This is an optimization exercise on Yosys and OpenROAD, whose aim is small area, a short achievable clock period and few clock cycles per item, not a production implementation.
At most, simulation tests tie the RTL to the original design; equivalence was not proved.
The RTL of run 2 was laid out without a check of its function.

**flow/config.mk**
```make
export PLATFORM = sky130hd
export DESIGN_NAME = bunting_aes256
export DESIGN_NICKNAME = bunting_aes256
export VERILOG_FILES = /design/flow/design.v
export SDC_FILE = /design/flow/constraint.sdc
export NUM_CORES = 8
export LEC_CHECK = 0
export CAP_MARGIN = 20
export CORE_MARGIN = 2
export CORE_UTILIZATION = 55
export SETUP_SLACK_MARGIN = 4.0
export SLEW_MARGIN = 20
export SYNTH_HIERARCHICAL = 1
export SYNTH_MINIMUM_KEEP_SIZE = 0
```
**flow/constraint.sdc**
```tcl
create_clock -name core_clock -period 7.0 [get_ports {clk}]
set_input_delay 1.4000 -clock core_clock [delete_from_list [all_inputs] [get_ports {clk}]]
set_output_delay 1.4000 -clock core_clock [all_outputs]
set_load 0.01 [all_outputs]
```
**flow/design.v**
```verilog
module g_xor  (input wire a, input wire b, output wire y); assign y = a ^ b;    endmodule
module g_xnor (input wire a, input wire b, output wire y); assign y = ~(a ^ b); endmodule
module g_nand (input wire a, input wire b, output wire y); assign y = ~(a & b); endmodule
module g_nor  (input wire a, input wire b, output wire y); assign y = ~(a | b); endmodule
module aes_sbox (
    input  wire [7:0] a,
    output wire [7:0] y
);
    wire U0 = a[7];
    wire U1 = a[6];
    wire U2 = a[5];
    wire U3 = a[4];
    wire U4 = a[3];
    wire U5 = a[2];
    wire U6 = a[1];
    wire U7 = a[0];
    wire T1, T2, T3, T4, T5, T6, T7, T8, T9, T10, T11, T12, T13, T14, T15, T16, T17, T18, T19, T20, T21, T22, T23, T24, T25, T26, T27, M1, M2, M3, M4, M5, M6, M7, M8, M9, M10, M11, M12, M13, M14, M15, M16, M17, M18, M19, M20, M21, M22, M23, M24, M25, M26, M27, M28, M29, M30, M31, M32, M33, M34, M35, M36, M37, M38, M39, M40, M41, M42, M43, M44, M45, M46, M47, M48, M49, M50, M51, M52, M53, M54, M55, M56, M57, M58, M59, M60, M61, M62, M63, L0, L1, L2, L3, L4, L5, L6, L7, L8, L9, L10, L11, L12, L13, L14, L15, L16, L17, L18, L19, L20, L21, L22, L23, L24, L25, L26, L27, L28, L29;
    g_xor g_T1 (.a(U0), .b(U3), .y(T1));
    g_xor g_T2 (.a(U0), .b(U5), .y(T2));
    g_xor g_T3 (.a(U0), .b(U6), .y(T3));
    g_xor g_T4 (.a(U3), .b(U5), .y(T4));
    g_xor g_T5 (.a(U4), .b(U6), .y(T5));
    g_xor g_T6 (.a(T1), .b(T5), .y(T6));
    g_xor g_T7 (.a(U1), .b(U2), .y(T7));
    g_xor g_T8 (.a(U7), .b(T6), .y(T8));
    g_xor g_T9 (.a(U7), .b(T7), .y(T9));
    g_xor g_T10 (.a(T6), .b(T7), .y(T10));
    g_xor g_T11 (.a(U1), .b(U5), .y(T11));
    g_xor g_T12 (.a(U2), .b(U5), .y(T12));
    g_xor g_T13 (.a(T3), .b(T4), .y(T13));
    g_xor g_T14 (.a(T6), .b(T11), .y(T14));
    g_xor g_T15 (.a(T5), .b(T11), .y(T15));
    g_xor g_T16 (.a(T5), .b(T12), .y(T16));
    g_xor g_T17 (.a(T9), .b(T16), .y(T17));
    g_xor g_T18 (.a(U3), .b(U7), .y(T18));
    g_xor g_T19 (.a(T7), .b(T18), .y(T19));
    g_xor g_T20 (.a(T1), .b(T19), .y(T20));
    g_xor g_T21 (.a(U6), .b(U7), .y(T21));
    g_xor g_T22 (.a(T7), .b(T21), .y(T22));
    g_xor g_T23 (.a(T2), .b(T22), .y(T23));
    g_xor g_T24 (.a(T2), .b(T10), .y(T24));
    g_xor g_T25 (.a(T20), .b(T17), .y(T25));
    g_xor g_T26 (.a(T3), .b(T16), .y(T26));
    g_xor g_T27 (.a(T1), .b(T12), .y(T27));
    g_nand g_M1 (.a(T13), .b(T6), .y(M1));
    g_nand g_M2 (.a(T23), .b(T8), .y(M2));
    g_xnor g_M3 (.a(T14), .b(M1), .y(M3));
    g_nand g_M4 (.a(T19), .b(U7), .y(M4));
    g_xor g_M5 (.a(M4), .b(M1), .y(M5));
    g_nand g_M6 (.a(T3), .b(T16), .y(M6));
    g_nand g_M7 (.a(T22), .b(T9), .y(M7));
    g_xnor g_M8 (.a(T26), .b(M6), .y(M8));
    g_nand g_M9 (.a(T20), .b(T17), .y(M9));
    g_xor g_M10 (.a(M9), .b(M6), .y(M10));
    g_nand g_M11 (.a(T1), .b(T15), .y(M11));
    g_nand g_M12 (.a(T4), .b(T27), .y(M12));
    g_xor g_M13 (.a(M12), .b(M11), .y(M13));
    g_nand g_M14 (.a(T2), .b(T10), .y(M14));
    g_xor g_M15 (.a(M14), .b(M11), .y(M15));
    g_xnor g_M16 (.a(M3), .b(M2), .y(M16));
    g_xor g_M17 (.a(M5), .b(T24), .y(M17));
    g_xnor g_M18 (.a(M8), .b(M7), .y(M18));
    g_xor g_M19 (.a(M10), .b(M15), .y(M19));
    g_xor g_M20 (.a(M16), .b(M13), .y(M20));
    g_xor g_M21 (.a(M17), .b(M15), .y(M21));
    g_xor g_M22 (.a(M18), .b(M13), .y(M22));
    g_xor g_M23 (.a(M19), .b(T25), .y(M23));
    g_xnor g_M24 (.a(M22), .b(M23), .y(M24));
    g_nand g_M25 (.a(M22), .b(M20), .y(M25));
    g_xor g_M26 (.a(M21), .b(M25), .y(M26));
    g_xnor g_M27 (.a(M20), .b(M21), .y(M27));
    g_xor g_M28 (.a(M23), .b(M25), .y(M28));
    g_nor g_M29 (.a(M28), .b(M27), .y(M29));
    g_nor g_M30 (.a(M26), .b(M24), .y(M30));
    g_nand g_M31 (.a(M20), .b(M23), .y(M31));
    g_nor g_M32 (.a(M27), .b(M31), .y(M32));
    g_xor g_M33 (.a(M27), .b(M25), .y(M33));
    g_nand g_M34 (.a(M21), .b(M22), .y(M34));
    g_nor g_M35 (.a(M24), .b(M34), .y(M35));
    g_xor g_M36 (.a(M24), .b(M25), .y(M36));
    g_xor g_M37 (.a(M21), .b(M29), .y(M37));
    g_xor g_M38 (.a(M32), .b(M33), .y(M38));
    g_xor g_M39 (.a(M23), .b(M30), .y(M39));
    g_xor g_M40 (.a(M35), .b(M36), .y(M40));
    g_xor g_M41 (.a(M38), .b(M40), .y(M41));
    g_xor g_M42 (.a(M37), .b(M39), .y(M42));
    g_xor g_M43 (.a(M37), .b(M38), .y(M43));
    g_xor g_M44 (.a(M39), .b(M40), .y(M44));
    g_xor g_M45 (.a(M42), .b(M41), .y(M45));
    g_nand g_M46 (.a(M44), .b(T6), .y(M46));
    g_nand g_M47 (.a(M40), .b(T8), .y(M47));
    g_nand g_M48 (.a(M39), .b(U7), .y(M48));
    g_nand g_M49 (.a(M43), .b(T16), .y(M49));
    g_nand g_M50 (.a(M38), .b(T9), .y(M50));
    g_nand g_M51 (.a(M37), .b(T17), .y(M51));
    g_nand g_M52 (.a(M42), .b(T15), .y(M52));
    g_nand g_M53 (.a(M45), .b(T27), .y(M53));
    g_nand g_M54 (.a(M41), .b(T10), .y(M54));
    g_nand g_M55 (.a(M44), .b(T13), .y(M55));
    g_nand g_M56 (.a(M40), .b(T23), .y(M56));
    g_nand g_M57 (.a(M39), .b(T19), .y(M57));
    g_nand g_M58 (.a(M43), .b(T3), .y(M58));
    g_nand g_M59 (.a(M38), .b(T22), .y(M59));
    g_nand g_M60 (.a(M37), .b(T20), .y(M60));
    g_nand g_M61 (.a(M42), .b(T1), .y(M61));
    g_nand g_M62 (.a(M45), .b(T4), .y(M62));
    g_nand g_M63 (.a(M41), .b(T2), .y(M63));
    g_xor g_L0 (.a(M61), .b(M62), .y(L0));
    g_xor g_L1 (.a(M50), .b(M56), .y(L1));
    g_xor g_L2 (.a(M46), .b(M48), .y(L2));
    g_xor g_L3 (.a(M47), .b(M55), .y(L3));
    g_xor g_L4 (.a(M54), .b(M58), .y(L4));
    g_xor g_L5 (.a(M49), .b(M61), .y(L5));
    g_xnor g_L6 (.a(M62), .b(L5), .y(L6));
    g_xnor g_L7 (.a(M46), .b(L3), .y(L7));
    g_xor g_L8 (.a(M51), .b(M59), .y(L8));
    g_xor g_L9 (.a(M52), .b(M53), .y(L9));
    g_xnor g_L10 (.a(M53), .b(L4), .y(L10));
    g_xnor g_L11 (.a(M60), .b(L2), .y(L11));
    g_xor g_L12 (.a(M48), .b(M51), .y(L12));
    g_xnor g_L13 (.a(M50), .b(L0), .y(L13));
    g_xor g_L14 (.a(M52), .b(M61), .y(L14));
    g_xnor g_L15 (.a(M55), .b(L1), .y(L15));
    g_xnor g_L16 (.a(M56), .b(L0), .y(L16));
    g_xnor g_L17 (.a(M57), .b(L1), .y(L17));
    g_xnor g_L18 (.a(M58), .b(L8), .y(L18));
    g_xnor g_L19 (.a(M63), .b(L4), .y(L19));
    g_xor g_L20 (.a(L0), .b(L1), .y(L20));
    g_xor g_L21 (.a(L1), .b(L7), .y(L21));
    g_xor g_L22 (.a(L3), .b(L12), .y(L22));
    g_xor g_L23 (.a(L18), .b(L2), .y(L23));
    g_xor g_L24 (.a(L15), .b(L9), .y(L24));
    g_xor g_L25 (.a(L6), .b(L10), .y(L25));
    g_xor g_L26 (.a(L7), .b(L9), .y(L26));
    g_xor g_L27 (.a(L8), .b(L10), .y(L27));
    g_xor g_L28 (.a(L11), .b(L14), .y(L28));
    g_xor g_L29 (.a(L11), .b(L17), .y(L29));
    g_xor g_S0 (.a(L6), .b(L24), .y(y[7]));
    g_xnor g_S1 (.a(L16), .b(L26), .y(y[6]));
    g_xnor g_S2 (.a(L19), .b(L28), .y(y[5]));
    g_xor g_S3 (.a(L6), .b(L21), .y(y[4]));
    g_xor g_S4 (.a(L20), .b(L22), .y(y[3]));
    g_xor g_S5 (.a(L25), .b(L29), .y(y[2]));
    g_xnor g_S6 (.a(L13), .b(L27), .y(y[1]));
    g_xnor g_S7 (.a(L6), .b(L23), .y(y[0]));
endmodule
module sbox_top (
    input  wire [7:0] a,
    output wire [3:0] m,
    output wire [7:0] t
);
    wire U0 = a[7];
    wire U1 = a[6];
    wire U2 = a[5];
    wire U3 = a[4];
    wire U4 = a[3];
    wire U5 = a[2];
    wire U6 = a[1];
    wire U7 = a[0];
    wire T1, T2, T3, T4, T5, T6, T7, T8, T9, T10, T11, T12, T13, T14, T15, T16, T17, T18, T19, T20, T21, T22, T23, T24, T25, T26, T27, M1, M2, M3, M4, M5, M6, M7, M8, M9, M10, M11, M12, M13, M14, M15, M16, M17, M18, M19, M20, M21, M22, M23;
    g_xor g_T1 (.a(U0), .b(U3), .y(T1));
    g_xor g_T2 (.a(U0), .b(U5), .y(T2));
    g_xor g_T3 (.a(U0), .b(U6), .y(T3));
    g_xor g_T4 (.a(U3), .b(U5), .y(T4));
    g_xor g_T5 (.a(U4), .b(U6), .y(T5));
    g_xor g_T6 (.a(T1), .b(T5), .y(T6));
    g_xor g_T7 (.a(U1), .b(U2), .y(T7));
    g_xor g_T8 (.a(U7), .b(T6), .y(T8));
    g_xor g_T9 (.a(U7), .b(T7), .y(T9));
    g_xor g_T10 (.a(T6), .b(T7), .y(T10));
    g_xor g_T11 (.a(U1), .b(U5), .y(T11));
    g_xor g_T12 (.a(U2), .b(U5), .y(T12));
    g_xor g_T13 (.a(T3), .b(T4), .y(T13));
    g_xor g_T14 (.a(T6), .b(T11), .y(T14));
    g_xor g_T15 (.a(T5), .b(T11), .y(T15));
    g_xor g_T16 (.a(T5), .b(T12), .y(T16));
    g_xor g_T17 (.a(T9), .b(T16), .y(T17));
    g_xor g_T18 (.a(U3), .b(U7), .y(T18));
    g_xor g_T19 (.a(T7), .b(T18), .y(T19));
    g_xor g_T20 (.a(T1), .b(T19), .y(T20));
    g_xor g_T21 (.a(U6), .b(U7), .y(T21));
    g_xor g_T22 (.a(T7), .b(T21), .y(T22));
    g_xor g_T23 (.a(T2), .b(T22), .y(T23));
    g_xor g_T24 (.a(T2), .b(T10), .y(T24));
    g_xor g_T25 (.a(T20), .b(T17), .y(T25));
    g_xor g_T26 (.a(T3), .b(T16), .y(T26));
    g_xor g_T27 (.a(T1), .b(T12), .y(T27));
    g_nand g_M1 (.a(T13), .b(T6), .y(M1));
    g_nand g_M2 (.a(T23), .b(T8), .y(M2));
    g_xnor g_M3 (.a(T14), .b(M1), .y(M3));
    g_nand g_M4 (.a(T19), .b(U7), .y(M4));
    g_xor g_M5 (.a(M4), .b(M1), .y(M5));
    g_nand g_M6 (.a(T3), .b(T16), .y(M6));
    g_nand g_M7 (.a(T22), .b(T9), .y(M7));
    g_xnor g_M8 (.a(T26), .b(M6), .y(M8));
    g_nand g_M9 (.a(T20), .b(T17), .y(M9));
    g_xor g_M10 (.a(M9), .b(M6), .y(M10));
    g_nand g_M11 (.a(T1), .b(T15), .y(M11));
    g_nand g_M12 (.a(T4), .b(T27), .y(M12));
    g_xor g_M13 (.a(M12), .b(M11), .y(M13));
    g_nand g_M14 (.a(T2), .b(T10), .y(M14));
    g_xor g_M15 (.a(M14), .b(M11), .y(M15));
    g_xnor g_M16 (.a(M3), .b(M2), .y(M16));
    g_xor g_M17 (.a(M5), .b(T24), .y(M17));
    g_xnor g_M18 (.a(M8), .b(M7), .y(M18));
    g_xor g_M19 (.a(M10), .b(M15), .y(M19));
    g_xor g_M20 (.a(M16), .b(M13), .y(M20));
    g_xor g_M21 (.a(M17), .b(M15), .y(M21));
    g_xor g_M22 (.a(M18), .b(M13), .y(M22));
    g_xor g_M23 (.a(M19), .b(T25), .y(M23));
    assign m[0] = M20;
    assign m[1] = M21;
    assign m[2] = M22;
    assign m[3] = M23;
    assign t[0] = T1;
    assign t[1] = T10;
    assign t[2] = T13;
    assign t[3] = T15;
    assign t[4] = T16;
    assign t[5] = T17;
    assign t[6] = T19;
    assign t[7] = T2;
endmodule
module sbox_bot (
    input  wire [3:0] m,
    input  wire [7:0] t,
    output wire [7:0] y
);
    wire M20 = m[0];
    wire M21 = m[1];
    wire M22 = m[2];
    wire M23 = m[3];
    wire T1 = t[0];
    wire T10 = t[1];
    wire T13 = t[2];
    wire T15 = t[3];
    wire T16 = t[4];
    wire T17 = t[5];
    wire T19 = t[6];
    wire T2 = t[7];
    wire T20, T23, T22, T27, T3, T4, T6, T9, T8, U7, M24, M25, M26, M27, M28, M29, M30, M31, M32, M33, M34, M35, M36, M37, M38, M39, M40, M41, M42, M43, M44, M45, M46, M47, M48, M49, M50, M51, M52, M53, M54, M55, M56, M57, M58, M59, M60, M61, M62, M63, L0, L1, L2, L3, L4, L5, L6, L7, L8, L9, L10, L11, L12, L13, L14, L15, L16, L17, L18, L19, L20, L21, L22, L23, L24, L25, L26, L27, L28, L29;
    g_xor g_T20 (.a(T1), .b(T19), .y(T20));
    g_xor g_T23 (.a(T13), .b(T19), .y(T23));
    g_xor g_T22 (.a(T2), .b(T23), .y(T22));
    g_xor g_T27 (.a(T10), .b(T15), .y(T27));
    g_xor g_T3 (.a(T20), .b(T22), .y(T3));
    g_xor g_T4 (.a(T1), .b(T2), .y(T4));
    g_xor g_T6 (.a(T16), .b(T27), .y(T6));
    g_xor g_T9 (.a(T16), .b(T17), .y(T9));
    g_xor g_T8 (.a(T10), .b(T9), .y(T8));
    g_xor g_U7 (.a(T15), .b(T17), .y(U7));
    g_xnor g_M24 (.a(M22), .b(M23), .y(M24));
    g_nand g_M25 (.a(M22), .b(M20), .y(M25));
    g_xor g_M26 (.a(M21), .b(M25), .y(M26));
    g_xnor g_M27 (.a(M20), .b(M21), .y(M27));
    g_xor g_M28 (.a(M23), .b(M25), .y(M28));
    g_nor g_M29 (.a(M28), .b(M27), .y(M29));
    g_nor g_M30 (.a(M26), .b(M24), .y(M30));
    g_nand g_M31 (.a(M20), .b(M23), .y(M31));
    g_nor g_M32 (.a(M27), .b(M31), .y(M32));
    g_xor g_M33 (.a(M27), .b(M25), .y(M33));
    g_nand g_M34 (.a(M21), .b(M22), .y(M34));
    g_nor g_M35 (.a(M24), .b(M34), .y(M35));
    g_xor g_M36 (.a(M24), .b(M25), .y(M36));
    g_xor g_M37 (.a(M21), .b(M29), .y(M37));
    g_xor g_M38 (.a(M32), .b(M33), .y(M38));
    g_xor g_M39 (.a(M23), .b(M30), .y(M39));
    g_xor g_M40 (.a(M35), .b(M36), .y(M40));
    g_xor g_M41 (.a(M38), .b(M40), .y(M41));
    g_xor g_M42 (.a(M37), .b(M39), .y(M42));
    g_xor g_M43 (.a(M37), .b(M38), .y(M43));
    g_xor g_M44 (.a(M39), .b(M40), .y(M44));
    g_xor g_M45 (.a(M42), .b(M41), .y(M45));
    g_nand g_M46 (.a(M44), .b(T6), .y(M46));
    g_nand g_M47 (.a(M40), .b(T8), .y(M47));
    g_nand g_M48 (.a(M39), .b(U7), .y(M48));
    g_nand g_M49 (.a(M43), .b(T16), .y(M49));
    g_nand g_M50 (.a(M38), .b(T9), .y(M50));
    g_nand g_M51 (.a(M37), .b(T17), .y(M51));
    g_nand g_M52 (.a(M42), .b(T15), .y(M52));
    g_nand g_M53 (.a(M45), .b(T27), .y(M53));
    g_nand g_M54 (.a(M41), .b(T10), .y(M54));
    g_nand g_M55 (.a(M44), .b(T13), .y(M55));
    g_nand g_M56 (.a(M40), .b(T23), .y(M56));
    g_nand g_M57 (.a(M39), .b(T19), .y(M57));
    g_nand g_M58 (.a(M43), .b(T3), .y(M58));
    g_nand g_M59 (.a(M38), .b(T22), .y(M59));
    g_nand g_M60 (.a(M37), .b(T20), .y(M60));
    g_nand g_M61 (.a(M42), .b(T1), .y(M61));
    g_nand g_M62 (.a(M45), .b(T4), .y(M62));
    g_nand g_M63 (.a(M41), .b(T2), .y(M63));
    g_xor g_L0 (.a(M61), .b(M62), .y(L0));
    g_xor g_L1 (.a(M50), .b(M56), .y(L1));
    g_xor g_L2 (.a(M46), .b(M48), .y(L2));
    g_xor g_L3 (.a(M47), .b(M55), .y(L3));
    g_xor g_L4 (.a(M54), .b(M58), .y(L4));
    g_xor g_L5 (.a(M49), .b(M61), .y(L5));
    g_xnor g_L6 (.a(M62), .b(L5), .y(L6));
    g_xnor g_L7 (.a(M46), .b(L3), .y(L7));
    g_xor g_L8 (.a(M51), .b(M59), .y(L8));
    g_xor g_L9 (.a(M52), .b(M53), .y(L9));
    g_xnor g_L10 (.a(M53), .b(L4), .y(L10));
    g_xnor g_L11 (.a(M60), .b(L2), .y(L11));
    g_xor g_L12 (.a(M48), .b(M51), .y(L12));
    g_xnor g_L13 (.a(M50), .b(L0), .y(L13));
    g_xor g_L14 (.a(M52), .b(M61), .y(L14));
    g_xnor g_L15 (.a(M55), .b(L1), .y(L15));
    g_xnor g_L16 (.a(M56), .b(L0), .y(L16));
    g_xnor g_L17 (.a(M57), .b(L1), .y(L17));
    g_xnor g_L18 (.a(M58), .b(L8), .y(L18));
    g_xnor g_L19 (.a(M63), .b(L4), .y(L19));
    g_xor g_L20 (.a(L0), .b(L1), .y(L20));
    g_xor g_L21 (.a(L1), .b(L7), .y(L21));
    g_xor g_L22 (.a(L3), .b(L12), .y(L22));
    g_xor g_L23 (.a(L18), .b(L2), .y(L23));
    g_xor g_L24 (.a(L15), .b(L9), .y(L24));
    g_xor g_L25 (.a(L6), .b(L10), .y(L25));
    g_xor g_L26 (.a(L7), .b(L9), .y(L26));
    g_xor g_L27 (.a(L8), .b(L10), .y(L27));
    g_xor g_L28 (.a(L11), .b(L14), .y(L28));
    g_xor g_L29 (.a(L11), .b(L17), .y(L29));
    g_xor g_S0 (.a(L6), .b(L24), .y(y[7]));
    g_xnor g_S1 (.a(L16), .b(L26), .y(y[6]));
    g_xnor g_S2 (.a(L19), .b(L28), .y(y[5]));
    g_xor g_S3 (.a(L6), .b(L21), .y(y[4]));
    g_xor g_S4 (.a(L20), .b(L22), .y(y[3]));
    g_xor g_S5 (.a(L25), .b(L29), .y(y[2]));
    g_xnor g_S6 (.a(L13), .b(L27), .y(y[1]));
    g_xnor g_S7 (.a(L6), .b(L23), .y(y[0]));
endmodule
module bunting_aes256 (
    input  wire         clk,
    input  wire         rst,         
    input  wire [255:0] key,         
    input  wire         in_valid,
    output wire         in_ready,
    input  wire [127:0] in_block,    
    output reg          out_valid,
    output reg  [127:0] out_block    
);
    localparam NU = 7;
    reg  [3:0]        q;
    reg  [1:0]        r;
    reg               win_q;         
    reg  [3*NU-1:0]   vr;            
    reg  [128*NU-1:0] ra, rc;        
    reg  [192*NU-1:0] rb;
    reg  [128*NU-1:0] ku;            
    reg  [127:0]      kp, kc;
    reg  [47:0]       kt1;
    reg  [31:0]       kt;
    assign in_ready = win_q;
    wire [192*NU-1:0] ta;
    wire [128*NU-1:0] sb, mk;
    genvar j;
    generate
        for (j = 0; j < NU; j = j + 1) begin : g_unit
            sub_top u_a (.a(ra[128*j +: 128]), .y(ta[192*j +: 192]));
            sub_bot u_b (.a(rb[192*j +: 192]), .y(sb[128*j +: 128]));
            mix_ark u_c (.a(rc[128*j +: 128]), .k(ku[128*j +: 128]), .y(mk[128*j +: 128]));
        end
    endgenerate
    always @(posedge clk) begin
        ra        <= {mk[128*NU-129:0], win_q ? (in_block ^ key[255:128]) : mk[128*NU-1 -: 128]};
        rb        <= ta;
        rc        <= sb;
        out_block <= rc[128*NU-1 -: 128] ^ ku[128*NU-1 -: 128];
    end
    wire [47:0] ks1;
    wire [31:0] ks;
    generate
        genvar i;
        for (i = 0; i < 4; i = i + 1) begin : g_ksub
            sbox_top u_top (.a(kc[31 - 8*i -: 8]), .m(ks1[47 - 12*i -: 4]), .t(ks1[43 - 12*i -: 8]));
            sbox_bot u_bot (.m(kt1[47 - 12*i -: 4]), .t(kt1[43 - 12*i -: 8]), .y(ks[31 - 8*i -: 8]));
        end
    endgenerate
    wire [7:0]   rcon = 8'h01 << q[3:1];
    wire [31:0]  tx   = q[0] ? {kt[23:16] ^ rcon, kt[15:0], kt[31:24]} : kt;
    wire [31:0]  p01  = kp[127:96] ^ kp[95:64];
    wire [31:0]  n0   = kp[127:96] ^ tx;
    wire [31:0]  n1   = p01 ^ tx;
    wire [31:0]  n2   = kp[63:32] ^ n1;
    wire [31:0]  n3   = kp[31:0] ^ n2;
    wire [127:0] nk   = {n0, n1, n2, n3};
    wire [2:0]   qu   = (q >= 4'd7) ? q[2:0] + 3'd1 : q[2:0];
    always @(posedge clk) begin
        kt1 <= ks1;
        kt  <= ks;
        if (r == 2'd1) begin
            kp <= (q == 4'd0) ? key[255:128] : kc;
            kc <= (q == 4'd0) ? key[127:0] : nk;
        end
    end
    generate
        for (j = 0; j < NU; j = j + 1) begin : g_key
            always @(posedge clk)
                if (r == 2'd1 && qu == j)
                    ku[128*j +: 128] <= (j == 0 && q == 4'd0) ? key[127:0] : nk;
        end
    endgenerate
    wire [3:0] q1   = (r == 2'd2) ? ((q == 4'd13) ? 4'd0 : q + 4'd1) : q;
    wire [1:0] r1   = (r == 2'd2) ? 2'd0 : r + 2'd1;
    wire       win1 = (q1 == 4'd13 && r1 == 2'd2) || (q1 <= 4'd5) || (q1 == 4'd6 && r1 != 2'd2);
    wire       idle = win_q && (vr[3*NU-2:0] == 0) && !in_valid;
    always @(posedge clk) begin
        if (rst) begin
            q         <= 4'd13;
            r         <= 2'd2;
            win_q     <= 1'b1;
            vr        <= 0;
            out_valid <= 1'b0;
        end else begin
            vr        <= {vr[3*NU-2:0], win_q ? in_valid : vr[3*NU-1]};
            out_valid <= win_q && vr[3*NU-1];
            if (idle) begin
                q     <= 4'd13;
                r     <= 2'd2;
                win_q <= 1'b1;
            end else begin
                q     <= q1;
                r     <= r1;
                win_q <= win1;
            end
        end
    end
endmodule
module sub_top (
    input  wire [127:0] a,
    output wire [191:0] y
);
    genvar i;
    generate
        for (i = 0; i < 16; i = i + 1) begin : g_sub
            sbox_top u_sbox (.a(a[127 - 8*i -: 8]), .m(y[191 - 12*i -: 4]), .t(y[187 - 12*i -: 8]));
        end
    endgenerate
endmodule
module sub_bot (
    input  wire [191:0] a,
    output wire [127:0] y
);
    wire [127:0] sb;
    genvar i, c, r;
    generate
        for (i = 0; i < 16; i = i + 1) begin : g_sub
            sbox_bot u_sbox (.m(a[191 - 12*i -: 4]), .t(a[187 - 12*i -: 8]), .y(sb[127 - 8*i -: 8]));
        end
        for (c = 0; c < 4; c = c + 1) begin : g_col
            for (r = 0; r < 4; r = r + 1) begin : g_row
                assign y[127 - 8*(4*c + r) -: 8] = sb[127 - 8*(4*((c + r) % 4) + r) -: 8];
            end
        end
    endgenerate
endmodule
module mix_ark (
    input  wire [127:0] a,
    input  wire [127:0] k,
    output wire [127:0] y
);
    genvar c;
    generate
        for (c = 0; c < 4; c = c + 1) begin : g_col
            mix_col u_col (.a(a[127 - 32*c -: 32]), .k(k[127 - 32*c -: 32]), .y(y[127 - 32*c -: 32]));
        end
    endgenerate
endmodule
module mix_col (
    input  wire [31:0] a,            
    input  wire [31:0] k,
    output wire [31:0] y
);
    wire [31:0] b, x, p, q;
    genvar i, j;
    generate
        for (i = 0; i < 4; i = i + 1) begin : g_byte
            for (j = 0; j < 8; j = j + 1) begin : g_bit
                g_xor u_b (.a(a[31 - 8*i - 7 + j]), .b(a[31 - 8*((i + 1) % 4) - 7 + j]), .y(b[31 - 8*i - 7 + j]));
                g_xor u_c (.a(a[31 - 8*((i + 3) % 4) - 7 + j]), .b(k[31 - 8*i - 7 + j]), .y(p[31 - 8*i - 7 + j]));
            end
            wire [7:0] bi = b[31 - 8*i -: 8];
            wire [7:0] xt;
            assign xt[0] = bi[7];
            g_xor u_x1 (.a(bi[0]), .b(bi[7]), .y(xt[1]));
            assign xt[2] = bi[1];
            g_xor u_x3 (.a(bi[2]), .b(bi[7]), .y(xt[3]));
            g_xor u_x4 (.a(bi[3]), .b(bi[7]), .y(xt[4]));
            assign xt[5] = bi[4];
            assign xt[6] = bi[5];
            assign xt[7] = bi[6];
            for (j = 0; j < 8; j = j + 1) begin : g_out
                g_xor u_q (.a(xt[j]), .b(b[31 - 8*((i + 1) % 4) - 7 + j]), .y(q[31 - 8*i - 7 + j]));
                g_xor u_y (.a(q[31 - 8*i - 7 + j]), .b(p[31 - 8*i - 7 + j]), .y(y[31 - 8*i - 7 + j]));
            end
        end
    endgenerate
endmodule
```
**flow/run.sh**
```bash
#!/bin/bash
# synth_recipe.tcl (not shown) runs the flow's synth.tcl, then flattens the netlist and writes it again
# the make line also repeats each setting of config.mk as NAME=value (left out here)
make -C /OpenROAD-flow-scripts/flow DESIGN_CONFIG=/design/flow/config.mk WORK_HOME=/design/flow/orfs CLKGATE_MAP_FILE= SYNTH_SCRIPT=/design/flow/synth_recipe.tcl finish
```
==> results of run 1 <==
through the flow:
stage	hold WS, ns	area [µm²]	utilization	setup TNS, ns
2_1_floorplan	0.402	277000	-	-702.09
3_3_place_gp	0.423	282000	0.562	0
3_5_place_dp	0.424	282000	0.562	0
4_1_cts	0.429	301000	0.599	0
5_1_grt	0.457	306000	0.611	0
6_report	0.436	307000	0.611	0
layer usage:
metal / track usage / vias up / wire (µm)
met2: 0.547 / 6065 / 410000
met1: 0.438 / 84100 / 371000
met3: 0.0532 / 1594 / 63600
met4: 0.242 / 30 / 75200
li1: - / 82900 / -
met5: 0 / - / 196
per-module statistics from Yosys, one instance, submodules excluded, a selection:
module,flops+latches,cells inside,times used
g_xnor,0,1,2320
g_nor,0,1,464
g_nand,0,1,3480
sbox_top,0,12,116
g_xor,0,1,13700
bunting_aes256,4525,6108,1
cell usage after synthesis (2+ instances only):
library cell | instances | area [µm²]
sky130_fd_sc_hd__xor2_1 | 13900 | 121000
sky130_fd_sc_hd__nand2_1 | 4015 | 15100
sky130_fd_sc_hd__dfxtp_1 | 3373 | 67500
sky130_fd_sc_hd__xnor2_1 | 2518 | 22100
sky130_fd_sc_hd__buf_4 | 1398 | 10500
sky130_fd_sc_hd__edfxtp_1 | 1152 | 34600
sky130_fd_sc_hd__nor2_1 | 685 | 2570
sky130_fd_sc_hd__a21oi_1 | 135 | 676
sky130_fd_sc_hd__clkbuf_1 | 76 | 285
sky130_fd_sc_hd__mux2_2 | 53 | 597
sky130_fd_sc_hd__xnor2_2 | 42 | 683
sky130_fd_sc_hd__mux2i_1 | 26 | 260
sky130_fd_sc_hd__nor2b_1 | 21 | 131
sky130_fd_sc_hd__o21ai_0 | 8 | 40.0
sky130_fd_sc_hd__xnor3_1 | 7 | 158
sky130_fd_sc_hd__buf_1 | 6 | 22.5
sky130_fd_sc_hd__nor4_1 | 6 | 37.5
sky130_fd_sc_hd__a21oi_2 | 5 | 43.8
sky130_fd_sc_hd__o31a_1 | 5 | 43.8
sky130_fd_sc_hd__buf_2 | 4 | 20.0
sky130_fd_sc_hd__inv_1 | 4 | 15.0
sky130_fd_sc_hd__ha_1 | 3 | 37.5
sky130_fd_sc_hd__nor3_1 | 3 | 15.0
sky130_fd_sc_hd__a31oi_1 | 2 | 12.5
sky130_fd_sc_hd__a31oi_4 | 2 | 42.5
sky130_fd_sc_hd__buf_6 | 2 | 22.5
sky130_fd_sc_hd__nand2b_1 | 2 | 12.5
sky130_fd_sc_hd__nand2b_4 | 2 | 27.5
sky130_fd_sc_hd__nand3_1 | 2 | 10.0
sky130_fd_sc_hd__nor4b_1 | 2 | 17.5
sky130_fd_sc_hd__or3_4 | 2 | 22.5
worst paths after layout:
path	from	to	slack (ns)	depth (start not counted)
setup / recovery	rc[820]	ra[53]	3.88	5
hold / removal	r[0]	r[0]	0.44	1
setup reg to reg	rc[820]	ra[53]	3.88	5
hold reg to reg	r[0]	r[0]	0.44	1
state kept, by name, indices dropped and copies added, names as in the netlist:
name / flops
kc: 128
kp: 128
kt: 32
kt1: 48
ku: 896
out_block: 128
out_valid: 1
q: 4
r: 2
ra: 896
rb: 1344
rc: 896
vr: 21
win_q: 1
logic make-up after synthesis:
kind of cell,after synthesis,synth area share
XOR/XNOR,16400,0.521
AND/OR/NAND/NOR,4748,0.0649
flip-flops,4525,0.369
buffers and inverters,1490,0.0392
AO/OA/AOI/OAI,163,0.00327
multiplexers,80,0.00315
adder cells (fa/ha/maj),3,0.000136
cell usage in the layout, fill, tap and decap left out, drive strengths merged, types with 6 or more instances in the layout:
master / instances
xor2: 13900
nand2: 4015
dfxtp: 3373
xnor2: 2560
edfxtp: 1152
clkbuf: 722
nor2: 686
diode: 386
clkdlybuf4s50: 386
buf: 373
a21oi: 140
clkinv: 134
mux2: 54
bufinv: 40
inv: 39
clkinvlp: 36
mux2i: 26
nor2b: 21
o21ai: 8
xnor3: 7
nor4: 6
layout make-up:
cell class / instances / area, µm² / share of cell area
repair buffers: 764 / 7100 / 0.0232
flip-flops and latches: 4525 / 102000 / 0.333
diodes: 386 / 966 / 0.00315
well taps: 6681 / 8360 / 0.0273
inverters: 4 / 15.0 / 0.0000490
clock buffers: 720 / 14800 / 0.0484
multi-input cells: 21400 / 170000 / 0.556
clock inverters: 245 / 2810 / 0.00916
what timing repair did:
| action | CTS | global route |
|---|---|---|
| pin swaps | 21 | 86 |
| gates cloned | 4 | 3 |
| endpoints found under the setup margin | 1363 | 1241 |
| gates resized for setup | 717 | 603 |
| buffers inserted | 28 | 61 |
==> results.py, run 1 <==
metrics = {
    "run_status": {
        "status": "complete, no violations",
    },
    "synth": {
        "post_syn_instances": 27400,
        "avgSynthCellArea_um2": 10.1,
        "synth_flop_cell": "sky130_fd_sc_hd__dfxtp_1",
        "synth_enable_flop_cells": 1152,
        "ys.warnings.count": 7,
        "seq_area_frac_synth": 0.369,
        "yosysUniqueCellTypes": 46,
        "ys_async_rst_share": 0,
        "synthesis.area_um2": 277000,
        "synth_fp_nets": 27800,
        "postSynthRegisterBits": 4525,
    },
    "floorplan": {
        "row_count": 260,
        "die_h_um": 714,
        "design.portCount": 517,
        "start_util": 0.552,
        "core_area_um2": 502000,
        "die-width_um": 714,
        "fp.dieArea_um2": 509000,
    },
    "setup_path": {
        "cp-end-kind": "flip-flop",
        "critical_path.most_common_cell": "sky130_fd_sc_hd__xor2_1",
        "crit_path_start_kind": "flip-flop",
        "worstPathCellList": "xor2_1 > xor2_1 > xor2_1 > nor2_1 > a21oi_1",
        "path_max_fanout": 4,
        "critical_path_required_ns": 7.89,
        "critPathKind": "flip-flop to flip-flop",
        "critical-path-top-delay-family": "XOR/XNOR gates",
        "cpPeakStageDelay_ns": 0.77,
        "crit_slowest_cell": "sky130_fd_sc_hd__xor2_1",
        "critical_path.n_buffers_inverters": 0,
        "timing.critical_path.arrival_ns": 4.01,
    },
    "clock_network": {
        "clkSlewWorstSetupHoldPaths_ns": 0.06,
        "cts_tree": "built",
        "numCtsBuffers": 522,
        "cts_sinks": 4525,
        "hold_buffers": 0,
        "htree_levels": 6,
        "clk_latency_ns": 1.10,
        "clock_path_buffers": 4,
        "cts_root_buf": "sky130_fd_sc_hd__clkbuf_16",
    },
    "detailed_routing": {
        "drc": 0,
        "detail-route-antenna-nets": 0,
        "vias": 175000,
        "average_via_count_per_standard_cell": 5.03,
        "drt_iter0_drc": 15500,
        "drtPass1Iterations": 8,
        "wirelength_um": 920000,
        "detail_route.wl_per_cell_um": 26.5,
    },
    "sta": {
        "worst_slew_pin_slew_ns": 1.33,
        "finClkSkew_ns": 0.0413,
        "setup-violations-final": 0,
        "hold_viol": 0,
        "timing_max_transition_violations_final": 0,
        "slew_margin_rel": 0.110,
        "time_the_worst_path_needs_with_i_o_delays_and_setup_ns": 3.12,
        "grt_setup_unrepaired": "true",
        "setup_ws_ns": 3.88,
        "achievable_frequency_ghz": 0.321,
        "finalCritPeriodShare": 0.446,
    },
    "finish": {
        "num-nets-final": 27600,
        "area_delta_synth_final_pct": 10.7,
        "drive_gt1_frac": 0.0761,
        "fillCellCount": 42600,
        "final_cells": 34700,
    },
    "worst_hold_path": {
        "worst_hold_path_type": "flip-flop to flip-flop",
    },
    "placement": {
        "post-place-cells": 33300,
        "place_worst_setup_slack_ns": 3.16,
        "routabilityCongestion": 1.00,
        "hpwl_um": 758000,
        "port_buffers": 516,
    },
    "grt": {
        "antenna_found_initial": 205,
        "grt_pass1_wl_um": 1250000,
        "grt_util_all_layers": 0.347,
        "grt_pass1_vias": 172000,
        "global_route.overflow_total": 0,
        "grt_start_max_net_pins": 151,
    },
    "run": {
        "max-cap-violations": 0,
    },
}
Testbench counts, summed over its fixed seeds: cycles 3,456, blocks 1,600.
==> run 2: changes to the inputs <==
--- a/flow/design.v
+++ b/flow/design.v
@@ -2,6 +2,7 @@
 module g_xnor (input wire a, input wire b, output wire y); assign y = ~(a ^ b); endmodule
 module g_nand (input wire a, input wire b, output wire y); assign y = ~(a & b); endmodule
 module g_nor  (input wire a, input wire b, output wire y); assign y = ~(a | b); endmodule
+module g_mux  (input wire s, input wire a, input wire b, output wire y); assign y = s ? b : a; endmodule
 module aes_sbox (
     input  wire [7:0] a,
     output wire [7:0] y
@@ -353,15 +354,21 @@
     wire [192*NU-1:0] ta;
     wire [128*NU-1:0] sb, mk;
     genvar j;
+    wire [127:0]      m7;            
     generate
         for (j = 0; j < NU; j = j + 1) begin : g_unit
             sub_top u_a (.a(ra[128*j +: 128]), .y(ta[192*j +: 192]));
             sub_bot u_b (.a(rb[192*j +: 192]), .y(sb[128*j +: 128]));
-            mix_ark u_c (.a(rc[128*j +: 128]), .k(ku[128*j +: 128]), .y(mk[128*j +: 128]));
+            if (j < NU - 1) begin : g_mix
+                mix_ark u_c (.a(rc[128*j +: 128]), .k(ku[128*j +: 128]), .y(mk[128*j +: 128]));
+            end else begin : g_last
+                mix_ark_in u_c (.a(rc[128*j +: 128]), .k(ku[128*j +: 128]), .sel(win_q),
+                                .d(in_block ^ key[255:128]), .y(m7));
+            end
         end
     endgenerate
     always @(posedge clk) begin
-        ra        <= {mk[128*NU-129:0], win_q ? (in_block ^ key[255:128]) : mk[128*NU-1 -: 128]};
+        ra        <= {mk[128*NU-129:0], m7};
         rb        <= ta;
         rc        <= sb;
         out_block <= rc[128*NU-1 -: 128] ^ ku[128*NU-1 -: 128];
@@ -494,4 +501,53 @@
             end
         end
     endgenerate
+endmodule
+module mix_ark_in (
+    input  wire [127:0] a,
+    input  wire [127:0] k,
+    input  wire         sel,
+    input  wire [127:0] d,
+    output wire [127:0] y
+);
+    genvar c;
+    generate
+        for (c = 0; c < 4; c = c + 1) begin : g_col
+            mix_col_in u_col (.a(a[127 - 32*c -: 32]), .k(k[127 - 32*c -: 32]), .sel(sel),
+                              .d(d[127 - 32*c -: 32]), .y(y[127 - 32*c -: 32]));
+        end
+    endgenerate
+endmodule
+module mix_col_in (
+    input  wire [31:0] a,            
+    input  wire [31:0] k,
+    input  wire        sel,
+    input  wire [31:0] d,
+    output wire [31:0] y
+);
+    wire [31:0] b, p, pd, qn, qg;
+    genvar i, j;
+    generate
+        for (i = 0; i < 4; i = i + 1) begin : g_byte
+            for (j = 0; j < 8; j = j + 1) begin : g_bit
+                g_xor u_b (.a(a[31 - 8*i - 7 + j]), .b(a[31 - 8*((i + 1) % 4) - 7 + j]), .y(b[31 - 8*i - 7 + j]));
+                g_xor u_c (.a(a[31 - 8*((i + 3) % 4) - 7 + j]), .b(k[31 - 8*i - 7 + j]), .y(p[31 - 8*i - 7 + j]));
+                g_mux u_d (.s(sel), .a(p[31 - 8*i - 7 + j]), .b(d[31 - 8*i - 7 + j]), .y(pd[31 - 8*i - 7 + j]));
+            end
+            wire [7:0] bi = b[31 - 8*i -: 8];
+            wire [7:0] xt;
+            assign xt[0] = bi[7];
+            g_xor u_x1 (.a(bi[0]), .b(bi[7]), .y(xt[1]));
+            assign xt[2] = bi[1];
+            g_xor u_x3 (.a(bi[2]), .b(bi[7]), .y(xt[3]));
+            g_xor u_x4 (.a(bi[3]), .b(bi[7]), .y(xt[4]));
+            assign xt[5] = bi[4];
+            assign xt[6] = bi[5];
+            assign xt[7] = bi[6];
+            for (j = 0; j < 8; j = j + 1) begin : g_out
+                g_xnor u_q (.a(xt[j]), .b(b[31 - 8*((i + 1) % 4) - 7 + j]), .y(qn[31 - 8*i - 7 + j]));
+                g_nor  u_g (.a(qn[31 - 8*i - 7 + j]), .b(sel), .y(qg[31 - 8*i - 7 + j]));
+                g_xor  u_y (.a(qg[31 - 8*i - 7 + j]), .b(pd[31 - 8*i - 7 + j]), .y(y[31 - 8*i - 7 + j]));
+            end
+        end
+    endgenerate
 endmodule
--- a/flow/config.mk
+++ b/flow/config.mk
@@ -8,6 +8,8 @@
 export CAP_MARGIN = 20
 export CORE_MARGIN = 2
 export CORE_UTILIZATION = 55
+export CTS_CLUSTER_DIAMETER = 60
+export CTS_CLUSTER_SIZE = 30
 export SETUP_SLACK_MARGIN = 4.0
 export SLEW_MARGIN = 20
 export SYNTH_HIERARCHICAL = 1
==> run 2 against run 1 <==
The layout now fails its checks (antenna rules). Sequential cell count unchanged. Critical path depth fell by 1. Synthesized cell count decreased by 1.7%. Clock skew up 0.030 ns. Setup slack lost 0.037 ns. Register-to-register slack got worse by 0.04 ns. Global-route usage is 0.13 points higher.
==> results.py, run 2 <==
metrics = {
    "finish": {
        "final_util": 0.606,
        "layout.cells.most_common": "sky130_fd_sc_hd__xor2_1",
        "largest_register_ffs": 1344,
        "area_delta_synth_final_pct": 9.90,
        "layout.cells.most_common_list": "13400 x sky130_fd_sc_hd__xor2_1, 3483 x sky130_fd_sc_hd__nand2_1, 3350 x sky130_fd_sc_hd__dfxtp_1, 2307 x sky130_fd_sc_hd__xnor2_1, 1152 x sky130_fd_sc_hd__edfxtp_1",
        "fillCellCount": 42700,
        "stdcell_area_um2": 306000,
        "registers.top_by_ff_count": "rb",
        "drive_gt1_frac": 0.0859,
        "num-nets-final": 27100,
    },
    "detailed_routing": {
        "vias": 172000,
        "detail-route-antenna-nets": 1,
        "detail_route.wl_per_cell_um": 27.0,
        "wirelength_um": 922000,
        "drtPass1Iterations": 6,
        "drt_iter0_drc": 15900,
        "drc": 0,
        "average_via_count_per_standard_cell": 5.05,
    },
    "floorplan": {
        "row_count": 261,
        "core_area_um2": 505000,
        "start_util": 0.551,
        "die-width_um": 715,
        "die_h_um": 715,
        "fp.dieArea_um2": 511000,
        "design.portCount": 517,
    },
    "synth": {
        "avgSynthCellArea_um2": 10.3,
        "post_syn_instances": 27000,
        "synth_enable_flop_cells": 1152,
        "yosysTopAreaCellShare": 0.436,
        "ys_async_rst_share": 0,
        "seq_area_frac_synth": 0.367,
        "synth_area_leader_cell": "sky130_fd_sc_hd__xor2_1",
        "postSynthRegisterBits": 4525,
        "synth_fp_nets": 27400,
        "synth.top_cells.by_area": "sky130_fd_sc_hd__xor2_1 44%, sky130_fd_sc_hd__dfxtp_1 24%, sky130_fd_sc_hd__edfxtp_1 12%",
        "yosysMostFrequentCell": "sky130_fd_sc_hd__xor2_1",
        "yosysUniqueCellTypes": 45,
        "ys.warnings.count": 7,
        "synth_flop_cell": "sky130_fd_sc_hd__dfxtp_1",
        "synthTopCellsByCount": "13900 x sky130_fd_sc_hd__xor2_1, 3487 x sky130_fd_sc_hd__nand2_1, 3373 x sky130_fd_sc_hd__dfxtp_1",
        "synthesis.area_um2": 278000,
    },
    "sta": {
        "hold_viol": 0,
        "setup-violations-final": 0,
        "worst_slew_pin_slew_ns": 1.38,
        "totalNegativeSetupSlack_ns": 0,
        "achievable_frequency_ghz": 0.317,
        "grt_setup_unrepaired": "true",
        "timing_max_transition_violations_final": 0,
        "time_the_worst_path_needs_with_i_o_delays_and_setup_ns": 3.16,
        "slew_margin_rel": 0.0808,
        "finalCritPeriodShare": 0.451,
        "finClkSkew_ns": 0.0708,
    },
    "grt": {
        "grt_start_max_net_pins": 129,
        "grtUsageMet3": 0.0605,
        "grt_use_met1": 0.448,
        "global_route.overflow_total": 0,
        "grt_util_all_layers": 0.349,
        "global_route.usage.met2": 0.546,
        "grt_pass1_wl_um": 1260000,
        "grt_pass1_vias": 170000,
        "antenna_found_initial": 201,
        "top_usage_layer": "met2",
    },
    "setup_path": {
        "cpPeakStageDelay_ns": 0.95,
        "worstPathCellList": "xor2_1 > xor2_1 > xor2_1 > xor2_1",
        "critical_path_required_ns": 7.85,
        "reg2reg_from": "rc[655]",
        "rrSetupSlack_ns": 3.84,
        "cp-end-kind": "flip-flop",
        "path_max_fanout": 5,
        "critPathLaunch": "rc[655]",
        "crit_slowest_cell": "sky130_fd_sc_hd__dfxtp_1",
        "critPathKind": "flip-flop to flip-flop",
        "timing.critical_path.arrival_ns": 4.01,
        "crit_path_start_kind": "flip-flop",
        "critical_path.most_common_cell": "sky130_fd_sc_hd__xor2_1",
    },
    "placement": {
        "hpwl_um": 762000,
        "placed_area_um2": 284000,
        "routabilityCongestion": 1.03,
        "port_buffers": 516,
    },
    "run_status": {
        "checkFailReasons": "antenna rules",
        "status": "failed layout checks",
    },
    "clock_network": {
        "cts_root_buf": "sky130_fd_sc_hd__clkbuf_16",
        "numCtsBuffers": 436,
        "cts_tree": "built",
        "clk_latency_ns": 1.08,
        "cts_sinks": 4525,
        "clock_path_buffers": 4,
        "clkSlewWorstSetupHoldPaths_ns": 0.07,
        "htree_levels": 5,
    },
    "run": {
        "max-cap-violations": 0,
    },
    "worst_hold_path": {
        "hold_path.startpoint": "r[0]",
        "worst_hold_path_type": "flip-flop to flip-flop",
    },
}
run 2: cell count changes after synthesis, sizes merged:
cell    delta
nand2    -528
mux2     +329
a21oi    -129
nor2      -75
clkbuf    -53
and2       -1
buf        +1
nand3b     +1
nor4       -1
o21ai      +1
o41a       +1
or3b       -1
run 2: critical path: cells and delay by family, from the launching register on:
| family | cells | cell delay [ns] |
|---|---|---|
| xor+xnor | 4 | 1.97 |
| flops | 1 | 0.95 |
run 2: cell type report:
type / count / area (µm²) / share of cell area
antenna: 326 / 816 / 0.00267
clock buffer: 458 / 11300 / 0.0369
clock inverter: 368 / 4950 / 0.0162
multi-input combinational: 21000 / 171000 / 0.560
timing repair buffer: 749 / 6800 / 0.0223
tap: 6706 / 8390 / 0.0275
sequential: 4525 / 102000 / 0.334
inverter: 4 / 15.0 / 0.0000491
run 2: repair_timing:
item | 4_1_cts | 5_1_grt
setup endpoints to repair | 1234 | 1295
cloned | 4 | 1
hold buffers | 0 | 0
buffers inserted | 33 | 50
resized for setup | 625 | 548
pin swaps | 19 | 78
run 2: through the flow:
stage	std cells	setup WS, ns	hold slack [ns]
global placement	32900	3.25	0.421
finish	34100	3.84	0.444
detailed placement	32900	3.25	0.433
floorplan	27000	-0.890	0.410
global route	34100	3.85	0.466
CTS	33800	3.89	0.442
run 2: kinds of logic (layout without fill, tap and decap cells):
kind of cell / after synthesis / in the layout / synth area share
compound gates: 36 / 36 / 0.000994
xor+xnor: 16400 / 16400 / 0.519
fa+ha+maj: 3 / 3 / 0.000135
buf+inv: 1438 / 1579 / 0.0383
flops: 4525 / 4525 / 0.367
mux: 409 / 409 / 0.0182
other cells: 0 / 326 / 0
simple gates: 4143 / 4144 / 0.0565
run 2: routing by layer:
metal	wire length [µm]	share of wire	up-vias
li1	-	-	81600
met1	378000	0.41	83400
met2	411000	0.45	5683
met3	66400	0.072	1497
met4	66600	0.072	36
met5	212	0.00023	-
run 2: per-module statistics from Yosys (local to each module, per instance), excerpt:
module	times used	area [µm²]	flops+latches
g_xnor	2448	8.76	0
g_nand	3480	3.75	0
bunting_aes256	1	110000	4525
g_nor	592	3.75	0
g_xor	13500	8.76	0
g_mux	128	15.0	0
sbox_top	116	90.1	0
run 2: path summary, 6_finish.rpt:
check / cells past startpoint / to
max: 4 / ra[788]
min: 1 / r[0]
max reg2reg: 4 / ra[788]
min reg2reg: 1 / r[0]
==> run 3: changes to the inputs <==
--- a/flow/design.v
+++ b/flow/design.v
@@ -389,21 +389,20 @@
     wire [31:0]  n1   = p01 ^ tx;
     wire [31:0]  n2   = kp[63:32] ^ n1;
     wire [31:0]  n3   = kp[31:0] ^ n2;
-    wire [127:0] nk   = {n0, n1, n2, n3};
     wire [2:0]   qu   = (q >= 4'd7) ? q[2:0] + 3'd1 : q[2:0];
     always @(posedge clk) begin
         kt1 <= ks1;
         kt  <= ks;
-        if (r == 2'd1) begin
+        if (r == 2'd0) begin
             kp <= (q == 4'd0) ? key[255:128] : kc;
-            kc <= (q == 4'd0) ? key[127:0] : nk;
+            kc <= (q == 4'd0) ? key[127:0] : {n0, n1, n2, n3};
         end
     end
     generate
         for (j = 0; j < NU; j = j + 1) begin : g_key
             always @(posedge clk)
                 if (r == 2'd1 && qu == j)
-                    ku[128*j +: 128] <= (j == 0 && q == 4'd0) ? key[127:0] : nk;
+                    ku[128*j +: 128] <= kc;
         end
     endgenerate
     wire [3:0] q1   = (r == 2'd2) ? ((q == 4'd13) ? 4'd0 : q + 4'd1) : q;
==> run 3 against run 2 <==
Now clean on timing, DRC and antenna. Global-route usage is 0.74 points higher. Maximum frequency is 4.4% higher. Worst hold slack gained 0.024 ns. Clock-buffer cell count is 7 higher. Synthesized area fell by 0.10%. Setup slack improved by 0.13 ns. Critical path depth up 5. Highest routed layer unchanged.
==> results.py, run 3 <==
metrics = {
    "run_status": {
        "status": "complete, no violations",
    },
    "finish": {
        "largest_register_ffs": 1344,
        "fillCellCount": 42700,
        "layout.cells.most_common": "sky130_fd_sc_hd__xor2_1",
        "layout.cells.most_common_list": "13400 x sky130_fd_sc_hd__xor2_1, 3590 x sky130_fd_sc_hd__nand2_1, 3329 x sky130_fd_sc_hd__dfxtp_1, 2327 x sky130_fd_sc_hd__xnor2_1, 1152 x sky130_fd_sc_hd__edfxtp_1",
        "registers.top_by_ff_count": "rb",
        "drive_gt1_frac": 0.0780,
        "multi_input_area_um2": 170000,
        "num-nets-final": 27200,
        "area_delta_synth_final_pct": 9.46,
        "sequential_cell_area_um2": 102000,
    },
    "detailed_routing": {
        "drtPass1Iterations": 6,
        "wirelength_um": 938000,
        "drc": 0,
        "detail_route.wl_per_cell_um": 27.4,
        "vias": 174000,
        "average_via_count_per_standard_cell": 5.09,
        "drt_iter0_drc": 15600,
        "detail-route-antenna-nets": 0,
    },
    "synth": {
        "ys.warnings.count": 7,
        "synth-compound-area-share": 0.00287,
        "synth_fp_nets": 27500,
        "synth_enable_flop_cells": 1152,
        "postSynthRegisterBits": 4525,
        "yosysUniqueCellTypes": 46,
        "synth_flop_cell": "sky130_fd_sc_hd__dfxtp_1",
        "share_of_cell_area_taken_by_muxes_after_synthesis": 0.0141,
        "synth_simple_gate_area_share": 0.0581,
        "synthesis.area_um2": 278000,
        "synthTopCellsByCount": "13900 x sky130_fd_sc_hd__xor2_1, 3594 x sky130_fd_sc_hd__nand2_1, 3373 x sky130_fd_sc_hd__dfxtp_1",
        "ys_async_rst_share": 0,
        "post_syn_instances": 27100,
        "yosysMostFrequentCell": "sky130_fd_sc_hd__xor2_1",
        "synthAdderAreaFrac": 0.000171,
        "post_synth_xor_area_fraction": 0.518,
        "combinational_family_with_the_most_area_after_synthesis": "XOR/XNOR gates",
        "synth_area_leader_cell": "sky130_fd_sc_hd__xor2_1",
        "yosysTopAreaCellShare": 0.437,
        "avgSynthCellArea_um2": 10.3,
        "seq_area_frac_synth": 0.368,
        "synth.top_cells.by_area": "sky130_fd_sc_hd__xor2_1 44%, sky130_fd_sc_hd__dfxtp_1 24%, sky130_fd_sc_hd__edfxtp_1 12%",
    },
    "sta": {
        "finalCritPeriodShare": 0.432,
        "slew_margin_rel": 0.114,
        "fin_worst_hold_slack_ns": 0.468,
        "setup-violations-final": 0,
        "achievable_frequency_ghz": 0.331,
        "timing_max_transition_violations_final": 0,
        "worst_slew_pin_slew_ns": 1.33,
        "hold_viol": 0,
        "grt_setup_unrepaired": "true",
        "time_the_worst_path_needs_with_i_o_delays_and_setup_ns": 3.02,
        "totalNegativeSetupSlack_ns": 0,
        "finClkSkew_ns": 0.0567,
    },
    "floorplan": {
        "row_count": 261,
        "die_h_um": 715,
        "die-width_um": 715,
        "start_util": 0.551,
        "core_area_um2": 504000,
        "design.portCount": 517,
        "fp.dieArea_um2": 511000,
    },
    "grt": {
        "grt_pass1_wl_um": 1280000,
        "grt_util_all_layers": 0.356,
        "global_route.overflow_total": 0,
        "grt_pass1_vias": 173000,
        "grt_start_max_net_pins": 141,
        "antenna_found_initial": 216,
    },
    "placement": {
        "port_buffers": 516,
        "hpwl_um": 773000,
        "routabilityCongestion": 1.08,
    },
    "clock_network": {
        "numCtsBuffers": 430,
        "cts_root_buf": "sky130_fd_sc_hd__clkbuf_16",
        "clk_latency_ns": 1.07,
        "cts_tree": "built",
        "cts_sinks": 4525,
        "htree_levels": 5,
        "clkSlewWorstSetupHoldPaths_ns": 0.09,
        "clock_path_buffers": 4,
    },
    "setup_path": {
        "cp-end-kind": "flip-flop",
        "path_max_fanout": 4,
        "critical_path.most_common_cell": "sky130_fd_sc_hd__xor2_1",
        "worstPathCellList": "nand2_1 > xor2_1 > nor2_1 > xor2_1 > xor2_1 > nand2_1 > xor2_1 > xnor2_1 > xor2_1",
        "critPathKind": "flip-flop to flip-flop",
        "crit_slowest_cell": "sky130_fd_sc_hd__xnor2_1",
        "critical-path-top-delay-family": "XOR/XNOR gates",
        "critical_path.n_buffers_inverters": 0,
        "critical_path_required_ns": 7.86,
        "crit_path_start_kind": "flip-flop",
        "timing.critical_path.arrival_ns": 3.88,
        "cpPeakStageDelay_ns": 0.48,
    },
    "run": {
        "max-cap-violations": 0,
    },
    "worst_hold_path": {
        "worst_hold_path_type": "flip-flop to flip-flop",
    },
}
==> run 3: cell count changes after synthesis, sizes merged, moves of 7 or more <==
cell / before / now
xnor3: 7 / 31
nand2: 3487 / 3594
o21ai: 9 / 114
mux2: 383 / 280
xnor2: 2560 / 2510
buf: 1411 / 1429
clkbuf: 23 / 16
==> run 3: repair_timing <==
item                                    in CTS  in global routing
resized for setup                          641                576
hold buffers                                 0                  0
pin swaps                                    4                 72
gates cloned                                 3                  1
setup buffers                                9                 50
endpoints found under the setup margin    1154               1185
==> run 3: logic make-up after synthesis <==
kind of cell / count (synthesis)
mux: 307
buf+inv: 1448
compound gates: 136
flops: 4525
simple gates: 4258
fa+ha+maj: 4
xor+xnor: 16400
==> run 3: metrics by stage <==
stage | std cells | utilization | cell area, µm² | setup WS, ns
2_1_floorplan | 27100 | - | 278000 | 2.47
3_3_place_gp | 33000 | 0.560 | 282000 | 2.91
5_1_grt | 34100 | 0.603 | 304000 | 3.84
6_report | 34200 | 0.603 | 304000 | 3.98
4_1_cts | 33900 | 0.592 | 299000 | 3.97
3_5_place_dp | 33000 | 0.560 | 282000 | 2.90
==> run 3: layout make-up <==
| class | count | area share |
|---|---|---|
| clock inverter | 351 | 0.0166 |
| tap | 6706 | 0.0276 |
| antenna | 269 | 0.00221 |
| multi-input combinational | 21100 | 0.558 |
| clock buffer | 465 | 0.0369 |
| sequential | 4525 | 0.336 |
| inverter | 3 | 0.0000453 |
| timing repair buffer | 761 | 0.0226 |
==> run 3: path summary, 6_finish.rpt <==
kind,startpoint,end,slack [ns],cells after the start
min,vr[19],vr[20],0.47,1
max reg2reg,rb[514],rc[372],3.98,9
max,rb[514],rc[372],3.98,9
min reg2reg,vr[19],vr[20],0.47,1
==> run 3: metal layers <==
metal	vias to the layer above	GRT usage	wire, µm
met4	26	0.270	84600
li1	81900	-	-
met1	83800	0.420	357000
met2	6140	0.589	437000
met5	-	0	174
met3	2026	0.0510	59200
==> run 3: Yosys stat by module, one instance, submodules excluded, a selection <==
module          copies in the design  cells inside
sbox_top                         116            12
g_xor                          13500             1
g_nor                            592             1
g_mux                            128             1
g_nand                          3480             1
g_xnor                          2448             1
bunting_aes256                     1          5496
Testbench counts of run 3, summed over its fixed seeds: cycles 3,456, blocks 1,600.
==> run 4: changes to the inputs <==
--- a/flow/config.mk
+++ b/flow/config.mk
@@ -7,10 +7,10 @@
 export LEC_CHECK = 0
 export CAP_MARGIN = 20
 export CORE_MARGIN = 2
-export CORE_UTILIZATION = 55
+export CORE_UTILIZATION = 68
 export CTS_CLUSTER_DIAMETER = 60
 export CTS_CLUSTER_SIZE = 30
-export SETUP_SLACK_MARGIN = 4.0
+export SETUP_SLACK_MARGIN = 4.2
 export SLEW_MARGIN = 20
 export SYNTH_HIERARCHICAL = 1
 export SYNTH_MINIMUM_KEEP_SIZE = 0
==> run 4 against run 3 <==
Now fails the layout checks on capacitance limit, slew limit. Synthesized area did not move. Cell count fell by 3.0%. Sequential share of layout area fell by 0.90 points. Global-route usage rose by 5.7 points. Routed wire length fell by 4.0%. Clock skew rose by 0.0035 ns. Register-to-register slack got worse by 0.14 ns.
==> results.py, run 4 <==
metrics = {
    "sta": {
        "hold_viol": 0,
        "setup-violations-final": 0,
        "totalNegativeSetupSlack_ns": 0,
        "timing_max_transition_violations_final": 2,
        "slew_margin_rel": -0.00730,
        "time_the_worst_path_needs_with_i_o_delays_and_setup_ns": 3.17,
        "finClkSkew_ns": 0.0602,
        "worst_slew_pin_slew_ns": 1.51,
        "achievable_frequency_ghz": 0.316,
        "finalCritPeriodShare": 0.452,
        "fin_worst_hold_slack_ns": 0.464,
        "grt_setup_unrepaired": "true",
    },
    "worst_hold_path": {
        "worst_hold_path_type": "flip-flop to flip-flop",
        "holdPathStages": 1,
    },
    "clock_network": {
        "numCtsBuffers": 372,
        "clk_latency_ns": 1.04,
        "htree_levels": 5,
        "cts_sinks": 4525,
        "cts_root_buf": "sky130_fd_sc_hd__clkbuf_16",
        "clock_path_buffers": 4,
        "clkSlewWorstSetupHoldPaths_ns": 0.09,
        "hold_buffers": 0,
        "cts_tree": "built",
    },
    "setup_path": {
        "cp-end-kind": "flip-flop",
        "timing.critical_path.arrival_ns": 4.13,
        "rrSetupSlack_ns": 3.83,
        "crit_path_start_kind": "flip-flop",
        "critical_path_required_ns": 7.96,
        "critPathKind": "flip-flop to flip-flop",
        "worst_r2r_path_depth": 7,
        "path_max_fanout": 4,
    },
    "grt": {
        "grt_pass1_wl_um": 1220000,
        "global_route.overflow_total": 0,
        "grt_pass1_vias": 174000,
        "grt_start_max_net_pins": 136,
        "antenna_found_initial": 233,
        "grt_util_all_layers": 0.413,
    },
    "placement": {
        "routabilityCongestion": 1.09,
        "placed_area_um2": 280000,
        "post-place-cells": 31700,
        "port_buffers": 516,
        "hpwl_um": 704000,
    },
    "detailed_routing": {
        "drc": 0,
        "drt_iter0_drc": 20900,
        "average_via_count_per_standard_cell": 5.45,
        "detail_route.wl_per_cell_um": 27.2,
        "drtPass1Iterations": 6,
        "wirelength_um": 900000,
        "detail-route-antenna-nets": 0,
        "vias": 181000,
    },
    "floorplan": {
        "fp.dieArea_um2": 414000,
        "die_h_um": 643,
        "row_count": 234,
        "die-width_um": 643,
        "start_util": 0.684,
        "core_area_um2": 406000,
        "design.portCount": 517,
    },
    "synth": {
        "synth_flop_cell": "sky130_fd_sc_hd__dfxtp_1",
        "synth_enable_flop_cells": 1152,
        "synthTopCellsByCount": "13900 x sky130_fd_sc_hd__xor2_1, 3594 x sky130_fd_sc_hd__nand2_1, 3373 x sky130_fd_sc_hd__dfxtp_1",
        "synth_area_leader_cell": "sky130_fd_sc_hd__xor2_1",
        "yosysUniqueCellTypes": 46,
        "yosysTopAreaCellShare": 0.437,
        "avgSynthCellArea_um2": 10.3,
        "yosysMostFrequentCell": "sky130_fd_sc_hd__xor2_1",
        "synthesis.area_um2": 278000,
        "synth_fp_nets": 27500,
        "ys.warnings.count": 7,
        "post_syn_instances": 27100,
        "postSynthRegisterBits": 4525,
        "ys_async_rst_share": 0,
        "synth.top_cells.by_area": "sky130_fd_sc_hd__xor2_1 44%, sky130_fd_sc_hd__dfxtp_1 24%, sky130_fd_sc_hd__edfxtp_1 12%",
        "seq_area_frac_synth": 0.368,
    },
    "finish": {
        "num-nets-final": 27500,
        "layout.cells.most_common_list": "12700 x sky130_fd_sc_hd__xor2_1, 3450 x sky130_fd_sc_hd__nand2_1, 3116 x sky130_fd_sc_hd__dfxtp_1, 2002 x sky130_fd_sc_hd__xnor2_1, 1152 x sky130_fd_sc_hd__edfxtp_1",
        "largest_register_ffs": 1344,
        "layout.cells.most_common": "sky130_fd_sc_hd__xor2_1",
        "registers.top_by_ff_count": "rb",
        "area_delta_synth_final_pct": 12.8,
        "final_cells": 33200,
        "drive_gt1_frac": 0.139,
        "stdcell_area_um2": 313000,
    },
    "run_status": {
        "checkFailReasons": "capacitance limit, slew limit",
        "status": "failed layout checks",
    },
    "run": {
        "max-cap-violations": 1,
    },
}
## run 4: cell counts after synthesis
Identical to the previous run, type by type.
## run 4: per-layer routing
| layer | share of wire | GRT usage | routed length, µm | up-vias |
|---|---|---|---|---|
| met5 | 0.00036 | 0 | 320 | - |
| met4 | 0.11 | 0.374 | 98600 | 50 |
| met3 | 0.092 | 0.0842 | 83100 | 2680 |
| met2 | 0.44 | 0.633 | 397000 | 9007 |
| met1 | 0.36 | 0.490 | 322000 | 87100 |
| li1 | - | - | - | 81700 |
## run 4: worst max-delay path, stage by stage (launching register included)
cell                      delay [ns]
sky130_fd_sc_hd__dfxtp_1        1.20
sky130_fd_sc_hd__xor2_1         0.45
sky130_fd_sc_hd__xor2_1         0.39
sky130_fd_sc_hd__xor2_1         0.31
sky130_fd_sc_hd__nand2_1        0.11
sky130_fd_sc_hd__xor2_1         0.25
sky130_fd_sc_hd__xor2_1         0.19
sky130_fd_sc_hd__xor2_1         0.16
## run 4: cells by family (layout without fill, tap and decap cells)
family,Yosys count,count (layout),share of synthesized area
adders and majority gates,4,4,0.000171
muxes,307,307,0.0141
AOI/OAI and AO/OA,136,136,0.00287
other,0,320,0
DFF,4525,4525,0.368
xor gates and xnor gates,16400,16400,0.518
and+or+nand+nor,4258,4259,0.0581
buffers and inverters,1448,1787,0.0387
## run 4: cell type report
type,count,area [µm²]
clock buffer,407,9850
antenna,320,801
clock inverter,290,4080
tap,5428,6790
sequential,4525,102000
fill,27500,93100
inverter,3,13.8
timing repair buffer,1087,9960
multi-input combinational,21100,179000
## run 4: what timing repair did
item	CTS	global route
pin swaps	53	596
setup buffers	18	395
gates resized for setup	1076	1781
gates cloned	5	3
endpoints found under the setup margin	1411	1612
## run 4: final timing paths
path / startpoint / endpoint
min: vr[1] / vr[2]
max: ra[9] / rb[23]
min reg2reg: vr[1] / vr[2]
max reg2reg: ra[9] / rb[23]
## run 4: Yosys stat by module, one instance, submodules excluded, a selection
module	cells inside	cell area, µm²	flip-flops and latches	times used
g_nor	1	3.75	0	592
g_xnor	1	8.76	0	2448
g_xor	1	8.76	0	13500
sbox_top	12	90.1	0	116
g_nand	1	3.75	0	3480
bunting_aes256	5496	110000	4525	1
g_mux	1	15.0	0	128
## run 4: stage by stage
stage          utilization  worst slack (ns)
2_1_floorplan            -              2.47
3_3_place_gp         0.690              3.31
3_5_place_dp         0.690              3.27
4_1_cts              0.732              4.01
5_1_grt              0.770              3.76
6_report             0.771              3.83

what the ideal ports hide:
Ports are ideal in the flow. The routed layouts listed here were re-timed in OpenROAD. Step 1, drivers: a clkbuf_16 drives clk and a buf_2 each remaining input, both assumed. Step 2 times the ports against the registers' clock, not the clock port: input delays grow and output delays shrink by t, the midpoint of the rising clock arrivals with the driver on. Slacks: ideal / step 1 / step 2; pairs: ideal / step 1.
run | t (ns) | slack for setup (ns) | worst setup path after step 2
run 1 | 1.213 | 3.881 / 3.810 / 3.656 | input to register
run 2 | 1.188 | 3.844 / 3.833 / 3.699 | input to register
run 3 | 1.186 | 3.977 / 3.890 / 3.193 | input to register
run 4 | 1.145 | 3.833 / 3.833 / 3.434 | input to register
For run 3, which loses most, drivers alone change the setup slack by -0.087 ns; drivers and shift together by -0.784 ns.
